Source: an optimization exercise on an open RTL-to-GDS flow (aim: small area, a short achievable clock period and few clock cycles). Production flows keep margins and buffers that such runs may drop. The RTL of this run was laid out without a check of its function. Power is estimated from default activity; no workload was simulated.

==> design.v <==
module mx_src_pack (
    input  wire [31:0] x,
    output wire [17:0] p,
    output wire        fnz,     
    output wire        nan,
    output wire        snan
);
    wire [7:0]  e = x[30:23];
    wire [22:0] f = x[22:0];
    wire        e_max  = &e;
    wire        e_zero = ~|e;
    wire        f_zero = ~|f;
    wire        z16 = ~|f[22:7];
    wire [22:0] s1  = z16 ? {f[6:0], 16'b0} : f;
    wire        z8  = ~|s1[22:15];
    wire [22:0] s2  = z8 ? {s1[14:0], 8'b0} : s1;
    wire        z4  = ~|s2[22:19];
    wire [22:0] s3  = z4 ? {s2[18:0], 4'b0} : s2;
    wire        z2  = ~|s3[22:21];
    wire [22:0] s4  = z2 ? {s3[20:0], 2'b0} : s3;
    wire        z1  = ~s4[22];
    wire [22:0] s5  = z1 ? {s4[21:0], 1'b0} : s4;
    wire [4:0]  lz  = {z16, z8, z4, z2, z1};
    assign nan  = e_max & ~f_zero;
    assign snan = nan & ~f[22];
    assign fnz  = ~e_max & ~(e_zero & f_zero);
    reg [8:0] xe;
    reg [7:0] fr;
    always @(*) begin
        if (e_max) begin
            xe = f_zero ? 9'h1FF : 9'h1FE;
            fr = {7'b0, ~f[22]};
        end else if (!e_zero) begin
            xe = {1'b0, e} + 9'd23;
            fr = {f[22:16], |f[15:0]};
        end else if (!f_zero) begin
            xe = 9'd23 - {4'b0, lz};
            fr = {s5[21:15], |s5[14:0]};
        end else begin
            xe = 9'd0;
            fr = 8'd0;
        end
    end
    assign p = {x[31], xe, fr};
endmodule
module mx_elem_enc (
    input  wire [17:0] p,
    input  wire [2:0]  fsel,
    input  wire        rtz,
    input  wire        nan_inf,
    input  wire [8:0]  kb,
    output reg  [7:0]  code,
    output reg         f_of,
    output reg         f_uf,
    output reg         f_nx
);
    reg [2:0] mb;
    reg [6:0] maxcode;
    reg [2:0] wm1;
    reg       is_int;
    always @(*) begin
        is_int = 1'b0;
        case (fsel)
            3'd0: begin mb = 3'd3; maxcode = 7'h7E; wm1 = 3'd7; end
            3'd1: begin mb = 3'd2; maxcode = 7'h7B; wm1 = 3'd7; end
            3'd2: begin mb = 3'd2; maxcode = 7'h1F; wm1 = 3'd5; end
            3'd3: begin mb = 3'd3; maxcode = 7'h1F; wm1 = 3'd5; end
            3'd4: begin mb = 3'd1; maxcode = 7'h07; wm1 = 3'd3; end
            default: begin mb = 3'd6; maxcode = 7'h7F; wm1 = 3'd7; is_int = 1'b1; end
        endcase
    end
    wire       s  = p[17];
    wire [8:0] xe = p[16:8];
    wire [7:0] fr = p[7:0];
    wire is_zero = (xe == 9'd0);
    wire is_nan  = (xe == 9'h1FE);
    wire is_inf  = (xe == 9'h1FF);
    wire signed [9:0] d = $signed({1'b0, xe}) - $signed({1'b0, kb});
    wire              dneg = d[9];
    wire [9:0]        dn   = -d;
    wire [3:0]        r    = !dneg ? 4'd0 : (dn > 10'd10) ? 4'd10 : dn[3:0];
    wire [4:0]        t0   = {2'b0, 3'd0 - mb} + {1'b0, r};
    wire [3:0]        t    = (t0 > 5'd10) ? 4'd10 : t0[3:0];
    wire [18:0] w  = {1'b1, fr, 10'b0} >> t;
    wire [8:0]  n  = w[18:10];
    wire        g  = w[9];
    wire        st = |w[8:0];
    wire        inc = !rtz && g && (st || n[0]);
    wire [4:0]  eb  = dneg ? 5'd0 : d[4:0];
    wire [9:0]  cmag = ({5'b0, eb} << mb) + {1'b0, n} + {9'b0, inc};
    wire        ovf  = cmag > {3'b0, maxcode};
    wire        zr   = (n == 9'd0) && !inc;
    wire        inexact = g || st;
    wire [7:0] sgn = {7'b0, s} << wm1;
    wire [7:0] sat = is_int ? (s ? 8'h81 : 8'h7F) : (sgn | {1'b0, maxcode});
    wire [7:0] int_code = s ? (8'd0 - cmag[7:0]) : cmag[7:0];
    always @(*) begin
        code = 8'h00;
        f_of = 1'b0;
        f_uf = 1'b0;
        f_nx = 1'b0;
        if (is_nan) begin
            code = (fsel == 3'd0) ? 8'h7F : (fsel == 3'd1) ? 8'h7E : 8'h00;
        end else if (is_inf) begin
            if (nan_inf && fsel == 3'd1) begin
                code = sgn | 8'h7C;
            end else begin
                f_of = 1'b1;
                f_nx = 1'b1;
                code = (nan_inf && fsel == 3'd0) ? (sgn | 8'h7F) : sat;
            end
        end else if (is_zero) begin
            code = is_int ? 8'h00 : sgn;
        end else if (ovf) begin
            f_of = 1'b1;
            f_nx = 1'b1;
            if (nan_inf && !rtz)
                code = (fsel == 3'd0) ? (sgn | 8'h7F) : (sgn | 8'h7C);
            else
                code = sat;
        end else begin
            f_nx = inexact;
            f_uf = zr;
            code = is_int ? int_code : (sgn | cmag[7:0]);
        end
    end
endmodule
module mxenc (
    input  wire         clk,
    input  wire         rst,           
    input  wire         in_valid,
    output wire         in_ready,
    input  wire [31:0]  in_data,       
    input  wire [3:0]   in_fmt,        
    input  wire [3:0]   in_ctl,        
    output reg          out_valid,
    input  wire         out_ready,
    output reg  [7:0]   out_scale,
    output wire [255:0] out_data,
    output reg  [3:0]   out_flags,     
    output reg          out_err        
);
    reg         in_ready_r;
    assign in_ready = in_ready_r;
    wire in_fire = in_valid && in_ready_r && !rst;
    reg [31:0] i0_d;
    reg [3:0]  i0_fmt, i0_ctl;
    reg        i0_v;
    reg [4:0]  acnt;                
    always @(posedge clk) begin
        i0_d   <= in_data;
        i0_fmt <= in_fmt;
        i0_ctl <= in_ctl;
    end
    wire [17:0] c0;
    wire        c0_fnz, c0_nan, c0_snan;
    mx_src_pack u_pack (.x(i0_d), .p(c0), .fnz(c0_fnz), .nan(c0_nan), .snan(c0_snan));
    reg [5:0] i0_cfg;
    always @(*) begin
        i0_cfg[2:0] = 3'd0;
        i0_cfg[5]   = 1'b0;
        case (i0_fmt)
            4'h4: i0_cfg[2:0] = 3'd0;
            4'h5: i0_cfg[2:0] = 3'd1;
            4'h6: i0_cfg[2:0] = 3'd2;
            4'h7: i0_cfg[2:0] = 3'd3;
            4'h8: i0_cfg[2:0] = 3'd4;
            4'h9: i0_cfg[2:0] = 3'd5;
            default: i0_cfg[5] = 1'b1;
        endcase
        if (i0_ctl > 4'd3) i0_cfg[5] = 1'b1;
        if (i0_ctl[0] && !(i0_fmt == 4'h4 || i0_fmt == 4'h5)) i0_cfg[5] = 1'b1;
        i0_cfg[4] = i0_ctl[1];
        i0_cfg[3] = i0_ctl[0];
    end
    reg [5:0] cfg_in;               
    reg [17:0] s1, s2;
    reg        s1v, s2v;
    reg [4:0]  h;                   
    reg [17:0] ring [0:31];
    reg [4:0]  wcnt;                
    reg [4:0]  dcnt;                
    reg        dpend;               
    wire        cand_v = s1v || i0_v;
    wire [17:0] cand   = s1v ? s1 : c0;
    wire        stall;
    wire        drain  = dpend && (h == dcnt) && !stall;
    wire        free   = !dpend || (wcnt < dcnt) || drain;
    wire        wr     = cand_v && (h == wcnt) && free;
    integer ri;
    always @(posedge clk) begin
        for (ri = 0; ri < 31; ri = ri + 1)
            ring[ri] <= ring[ri + 1];
        ring[31] <= wr ? cand : ring[0];
    end
    wire [8:0] cand_xe  = cand[16:8];
    wire       cand_nan = (cand_xe == 9'h1FE);
    wire       cand_fnz = (cand_xe != 9'd0) && (cand_xe[8:1] != 8'hFF);
    wire [8:0] cand_l   = cand_fnz ? cand_xe : 9'd0;
    reg  [8:0] lead;                
    reg        any_nan, any_snan;
    reg  [5:0] cfg_blk;
    always @(posedge clk) begin
        if (rst) begin
            i0_v       <= 1'b0;
            acnt       <= 5'd0;
            s1v        <= 1'b0;
            s2v        <= 1'b0;
            in_ready_r <= 1'b1;
            h          <= 5'd31;
            wcnt       <= 5'd0;
        end else begin
            i0_v <= in_fire;
            if (i0_v) begin
                acnt <= acnt + 5'd1;
                if (acnt == 5'd0) cfg_in <= i0_cfg;
            end
            h <= h + 5'd1;
            if (wr) wcnt <= wcnt + 5'd1;
            begin : skid
                reg push, pop;
                reg [1:0] ns;
                pop  = wr && s1v;
                push = i0_v && !(wr && !s1v);
                ns   = {1'b0, s1v} + {1'b0, s2v} - {1'b0, pop} + {1'b0, push};
                if (pop) begin
                    if (s2v) begin
                        s1 <= s2;
                        s2 <= c0;
                        s2v <= push;
                    end else begin
                        s1 <= c0;
                        s1v <= push;
                    end
                end else if (push) begin
                    if (!s1v) begin
                        s1 <= c0;
                        s1v <= 1'b1;
                    end else begin
                        s2 <= c0;
                        s2v <= 1'b1;
                    end
                end
                in_ready_r <= ({1'b0, ns} + {2'b0, in_fire}) <= 3'd1;
            end
        end
        if (wr) begin
            if (wcnt == 5'd0) begin
                lead     <= cand_l;
                any_nan  <= cand_nan;
                any_snan <= cand_nan && cand[0];
                cfg_blk  <= s1v ? cfg_in : i0_cfg;
            end else begin
                if (cand_l > lead) lead <= cand_l;
                any_nan  <= any_nan  || cand_nan;
                any_snan <= any_snan || (cand_nan && cand[0]);
            end
        end
    end
    always @(posedge clk) begin
        if (rst) begin
            dpend <= 1'b0;
            dcnt  <= 5'd0;
        end else begin
            if (drain) begin
                dcnt <= dcnt + 5'd1;
                if (dcnt == 5'd31) dpend <= 1'b0;
            end
            if (wr && wcnt == 5'd31) begin
                dpend <= 1'b1;
                dcnt  <= 5'd0;
            end
        end
    end
    wire [2:0] b_fsel = cfg_blk[2:0];
    reg  [4:0] b_emax;
    reg  [4:0] b_memin;             
    reg  [1:0] b_wsel;              
    always @(*) begin
        case (b_fsel)
            3'd0: begin b_emax = 5'd8;  b_memin = 5'd6;  b_wsel = 2'd0; end
            3'd1: begin b_emax = 5'd15; b_memin = 5'd14; b_wsel = 2'd0; end
            3'd2: begin b_emax = 5'd4;  b_memin = 5'd2;  b_wsel = 2'd1; end
            3'd3: begin b_emax = 5'd2;  b_memin = 5'd0;  b_wsel = 2'd1; end
            3'd4: begin b_emax = 5'd2;  b_memin = 5'd0;  b_wsel = 2'd2; end
            default: begin b_emax = 5'd0; b_memin = 5'd0; b_wsel = 2'd0; end
        endcase
    end
    wire [9:0] sc_raw   = {1'b0, lead} - 10'd23 - {5'b0, b_emax};
    wire [7:0] b_scale  = (lead == 9'd0) ? 8'd127 : sc_raw[9] ? 8'd0 : sc_raw[7:0];
    wire [8:0] b_kb     = {1'b0, b_scale} + 9'd23 - {4'b0, b_memin};
    wire       b_err    = cfg_blk[5];
    wire       b_nanblk = any_nan && (b_fsel != 3'd0) && (b_fsel != 3'd1);
    reg  [2:0] e_fsel;
    reg        e_rtz, e_naninf, e_zero, e_err, e_nanblk, e_snan;
    reg  [8:0] e_kb;
    reg  [7:0] e_scale;
    reg  [1:0] e_wsel;
    reg        d1_v;
    reg [17:0] d1_p;
    reg [4:0]  d1_idx;
    always @(posedge clk) begin
        if (drain && dcnt == 5'd0) begin
            e_fsel   <= b_fsel;
            e_rtz    <= cfg_blk[4];
            e_naninf <= cfg_blk[3];
            e_err    <= b_err;
            e_nanblk <= b_nanblk;
            e_zero   <= b_err || b_nanblk;
            e_snan   <= any_snan;
            e_kb     <= b_kb;
            e_scale  <= b_scale;
            e_wsel   <= b_err ? 2'd0 : b_wsel;
        end
    end
    always @(posedge clk) begin
        if (rst) d1_v <= 1'b0;
        else if (!stall) d1_v <= drain;
        if (!stall) begin
            d1_p   <= ring[0];
            d1_idx <= dcnt;
        end
    end
    wire [7:0] e_code;
    wire       e_of, e_uf, e_nx;
    mx_elem_enc u_enc (
        .p(d1_p), .fsel(e_fsel), .rtz(e_rtz), .nan_inf(e_naninf), .kb(e_kb),
        .code(e_code), .f_of(e_of), .f_uf(e_uf), .f_nx(e_nx)
    );
    reg        c_v;
    reg [7:0]  c_code;
    reg [1:0]  c_idx;
    reg        c_last;
    reg [1:0]  c_wsel;
    reg [2:0]  facc;                
    reg [7:0]  rh_scale;
    reg [3:0]  rh_flags;
    reg        rh_err;
    wire [2:0] fl_now = (d1_idx == 5'd0) ? {e_of, e_uf, e_nx}
                                         : (facc | {e_of, e_uf, e_nx});
    always @(posedge clk) begin
        if (rst) c_v <= 1'b0;
        else if (!stall) c_v <= d1_v;
        if (!stall) begin
            c_code <= e_zero ? 8'd0 : e_code;
            c_idx  <= d1_idx[1:0];
            c_last <= (d1_idx == 5'd31);
            c_wsel <= e_wsel;
            if (d1_v) begin
                facc <= fl_now;
                if (d1_idx == 5'd31) begin
                    rh_err   <= e_err;
                    rh_scale <= e_err ? 8'd0 : e_nanblk ? 8'hFF : e_scale;
                    rh_flags <= e_err ? 4'd0 : e_nanblk ? {e_snan, 3'b000} : {e_snan, fl_now};
                end
            end
        end
    end
    assign stall = out_valid && !out_ready;
    reg [255:0] o;
    assign out_data = o;
    reg [5:0] acc;                  
    reg       emit;
    reg [7:0] byte_in;
    always @(*) begin
        emit    = 1'b1;
        byte_in = c_code;
        case (c_wsel)
            2'd1: case (c_idx)
                2'd0: begin emit = 1'b0; byte_in = c_code; end
                2'd1: byte_in = {c_code[1:0], acc[5:0]};
                2'd2: byte_in = {c_code[3:0], acc[3:0]};
                default: byte_in = {c_code[5:0], acc[1:0]};
            endcase
            2'd2: begin
                emit    = c_idx[0];
                byte_in = {c_code[3:0], acc[3:0]};
            end
            default: ;
        endcase
    end
    wire take = c_v && !stall;
    wire shift = take && emit;
    always @(posedge clk) begin
        if (take) begin
            case (c_wsel)
                2'd1: case (c_idx)
                    2'd0: acc <= c_code[5:0];
                    2'd1: acc <= {2'b0, c_code[5:2]};
                    2'd2: acc <= {4'b0, c_code[5:4]};
                    default: ;
                endcase
                2'd2: acc <= {2'b0, c_code[3:0]};
                default: ;
            endcase
        end
        if (shift) begin
            o[247:0]   <= o[255:8];
            o[255:248] <= (c_wsel == 2'd0) ? byte_in : 8'd0;
            if (c_wsel == 2'd1) o[191:184] <= byte_in;
            if (c_wsel == 2'd2) o[127:120] <= byte_in;
        end
    end
    always @(posedge clk) begin
        if (rst) begin
            out_valid <= 1'b0;
        end else begin
            if (out_valid && out_ready) out_valid <= 1'b0;
            if (take && c_last) begin
                out_valid <= 1'b1;
                out_scale <= rh_scale;
                out_flags <= rh_flags;
                out_err   <= rh_err;
            end
        end
    end
endmodule
==> run.sh <==
#!/bin/bash
# synth_recipe.tcl (not shown) runs the flow's synth.tcl, then flattens the netlist and writes it again
# the make line also repeats each setting of config.mk as NAME=value (left out here)
make -C /OpenROAD-flow-scripts/flow DESIGN_CONFIG=/design/flow/config.mk WORK_HOME=/design/flow/orfs CLKGATE_MAP_FILE= SYNTH_SCRIPT=/design/flow/synth_recipe.tcl finish
==> config.mk <==
export PLATFORM = sky130hd
export DESIGN_NAME = mxenc
export DESIGN_NICKNAME = mxenc
export VERILOG_FILES = /design/flow/design.v
export SDC_FILE = /design/flow/constraint.sdc
export NUM_CORES = 8
export LEC_CHECK = 0
export CAP_MARGIN = 20
export CORE_MARGIN = 2
export CORE_UTILIZATION = 55
export PLACE_DENSITY = 0.65
export SLEW_MARGIN = 20
export SYNTH_HIERARCHICAL = 0
==> constraint.sdc <==
create_clock -name core_clock -period 24.0 [get_ports {clk}]
set_input_delay 4.8000 -clock core_clock [delete_from_list [all_inputs] [get_ports {clk}]]
set_output_delay 4.8000 -clock core_clock [all_outputs]
set_load 0.01 [all_outputs]
==> notes.md <==
## registers in the layout, summed over array words and instances (netlist names), 4 cells and up
signal,cells
rh_scale,8
d1_p,18
wcnt,5
out_flags,4
cfg_blk,6
cfg_in,6
e_scale,8
ring,576
i0_ctl,4
out_scale,8
s2,18
s1,18
rh_flags,4
d1_idx,5
e_kb,9
lead,9
o,256
h,5
c_code,8
i0_fmt,4
acc,6
dcnt,5
i0_d,32
acnt,5
## cells by family (layout without fill, tap and decap cells)
family                     count (synthesis)  after routing  synth area share
adders and majority gates                 92             92           0.03611
AOI/OAI and AO/OA                        396            396           0.07730
and+or+nand+nor                          482            482           0.07106
xor gates and xnor gates                  65             65           0.01731
buffers and inverters                    154            602           0.01809
muxes                                     64             64           0.02020
other                                      1              1         0.0001125
DFF                                     1058           1058            0.7598
## cells in the mapped netlist (all sizes together), types with 8 or more instances
library cell,count
dfxtp,644
edfxtp,414
nand2,141
nor2,135
a21oi,112
o21ai,100
inv,92
ha,85
clkbuf,50
mux2i,38
xor2,35
nor3,30
xnor2,30
a31oi,29
mux2,26
a21o,25
a22oi,24
nor2b,23
and2,22
nand2b,19
nand4,19
nand3,17
o22ai,14
a211oi,12
o21a,12
buf,11
nor4,11
or2,11
o211ai,10
nor3b,9
and3,8
## path summary, 6_finish.rpt
| kind | end | slack [ns] | cells after the start |
|---|---|---|---|
| setup / recovery | rh_flags[1] | 13.24 | 43 |
| hold / removal | ring[0][9] | 0.30 | 0 |
| setup reg to reg | rh_flags[1] | 13.24 | 43 |
| hold reg to reg | ring[0][9] | 0.30 | 0 |
## stage by stage
stage	hold WS [ns]	worst slack (ns)	total power (W)	area, um^2	cells
2_1_floorplan	0.3096	4.368	0.001947	33330	2312
3_3_place_gp	0.3096	13.61	0.001967	37350	3361
3_5_place_dp	0.3121	13.43	0.001968	37350	3361
4_1_cts	0.2950	13.40	0.003530	40710	3541
5_1_grt	0.3057	12.42	0.003604	40730	3542
6_report	0.2979	13.24	0.003493	40730	3542
## report_power, final
group / leakage [nW] / internal [W] / switching (W)
Clock: 1.67 / 0.000892 / 0.000672
Sequential: 9.08 / 0.00186 / 0.00000886
Combinational: 4.80 / 0.0000266 / 0.0000302
## area by class of cell
class / instances / share of cell area
clock buffer: 142 / 0.07185
clock inverter: 38 / 0.01050
inverter: 93 / 0.008570
multi-input combinational: 1100 / 0.1826
sequential: 1058 / 0.6217
tap: 782 / 0.02402
timing repair buffer: 329 / 0.08072
## metal layers
metal | GRT usage | up-vias
li1 | - | 8944
met1 | 0.2978 | 9136
met2 | 0.3981 | 572
met3 | 0.05019 | 117
met4 | 0.07374 | 2
met5 | 0 | -
==> key figures <==
Detailed routing
  • Vias/cell: 5.300
  • Routed met3 length: 4464 um
  • Uppermost layer routed: met5
  • Iter 0 DRT Violations: approximately 1,100
  • Met1 WL: 30,970 um
  • Total Routed Length: 73,200 um
  • # DRC: 0
  • Vias: 18,770
  • Routed Antenna Nets: 0
  • DR WL met2: 36,000 um
  • WL/cell: 20.67 um
  • DR pass1 iterations: 5

Global route
  • Largest net degree at the start of global routing: 176
  • Gr usage total: 0.2331
  • Vias in the first global route: about 19,000
  • GRT overflow: 0
  • Global-route wire length before repair: roughly 110,000 um
  • Antenna violations before repair: 2

Synthesis
  • Netlist cell types: between 90 and 100
  • Mapped Area: 0.03333 mm^2
  • Post-synthesis instance total: 2,312
  • EDFF count, synth: slightly above 400
  • Share of the synthesized area in the top cell type: 0.3868
  • Post-synth top flop: dfxtp_1
  • Avg Inst Size Synth: 14.42 um^2
  • Seq/Total Area, Yosys: 0.7598
  • Seq cells post-synth: around 1,100
  • Ys async rst share: 0
  • Ys Warns: 4
  • Syn_nets: 2,448
  • Most area-hungry cell type in the Yosys netlist: dfxtp_1
  • Synth top area cells: dfxtp_1, edfxtp_1, ha_1

Floorplanning
  • Starting Density: 0.5543
  • Core area: 0.06013 mm^2
  • Die width: 250.2 um
  • FP Rows: 90
  • I/O pin count: 315
  • Die Y: 250.2 um
  • Die area: approximately 0.063 mm^2

Critical path
  • Worst setup EP type: register
  • CP max FO: 19
  • Critical path class: reg2reg
  • Critical path launch point type: register
  • CP startpoint: d1_p[8]
  • CP Data Arrival Time: 11.29 ns
  • Slowest CP cell: fa_1
  • Delay-heaviest family, CP: compound AO/OA/AOI/OAI gates
  • Worst path max stage delay: around 0.79 ns
  • WP buf/inv: 5
  • Reg2reg start: d1_p[8]
  • CP required: about 25 ns

Timing
  • Setup TNS: 0 ns
  • Slew Limit Headroom: 0.2863
  • Final max-slew violation count: 0
  • Setup-failing EPs final: 0
  • Crit path time final: 10.76 ns
  • RSZ-0062 raised after global routing: false
  • Slew @ Worst Pin: ~1.1 ns
  • Setup Skew: 0.04417 ns
  • FMAX: 92.92 MHz
  • Crit share post-route: 0.4484
  • Final Hold Viols: 0

Finish
  • Nets: 2,814
  • Layout cell share with drive strength beyond 1: 0.09094
  • FF+latch area: 0.02532 mm^2
  • Most common cell after layout, fill and taps aside: dfxtp_1
  • Inserted Diodes: 0
  • Area of the multi-input gates: between 0.007 and 0.008 mm^2
  • Fillcell total: 4,153
  • Layout area overhead: 22.22%
  • Commonest non-fill, non-tap cells in the layout: dfxtp_1, edfxtp_1, clkdlybuf4s50_1, nand2_1, nor2_1
  • Final core utilization: 0.6774

CTS
  • CTS tree: done
  • Cts bufs inserted: 96
  • # H-tree levels: 3
  • CTS Root Cell: clkbuf_16
  • Hold-fix buffers, CTS: 0
  • Worst-path clk slew: 0.06 ns
  • Post-cts resize count: 0
  • Clock latency on the worst-skew pair: 0.67 ns
  • Post-CTS Repair Setup Buffers: 0
  • CTS Buffer Depth: 3
  • # clock sinks: 1,058

Pwr
  • Leak: 15.54 nW
  • Pwr dens: 85.76 mW/mm^2
  • Max VDD drop: slightly below 0.00008 V

Place
  • GPL Wtd Cong: 0.8789
  • Buffers on Ports: 314
  • DP Wirelength: 49,810 um

Min path
  • Hold Startpoint: ring[1][9]
  • Hold Crit Class: reg2reg

Flow run
  • MaxCap Viol Count: 0

Status
  • Status: complete, no violations

[separate check: timing with driven ports]
The results above use ideal ports. As a check the final layout listed here was re-extracted and re-timed, cells and wires unchanged. Step 1 (the two cells are an assumption about what drives the block):
set clk [get_ports {clk}]
set_driving_cell -lib_cell sky130_fd_sc_hd__clkbuf_16 $clk
set_driving_cell -lib_cell sky130_fd_sc_hd__buf_2 [delete_from_list [all_inputs] $clk]
Step 2 moves the port delays by t, midway between the first and last clock arrival at a register: inputs arrive t later, outputs are due t later. That takes back most of the time a late clock gives input paths. a / b / c = ideal ports / drivers / drivers and shift; a / b = the first two.
t (ns): 0.711
setup slack, ns: 13.238 / 13.238 / 13.238
worst data-port slew with drivers (ns): 0.14
After both steps setup and hold are still met in this run. For this run, drivers alone change the setup slack by 0.000 ns; drivers and shift together by 0.000 ns.
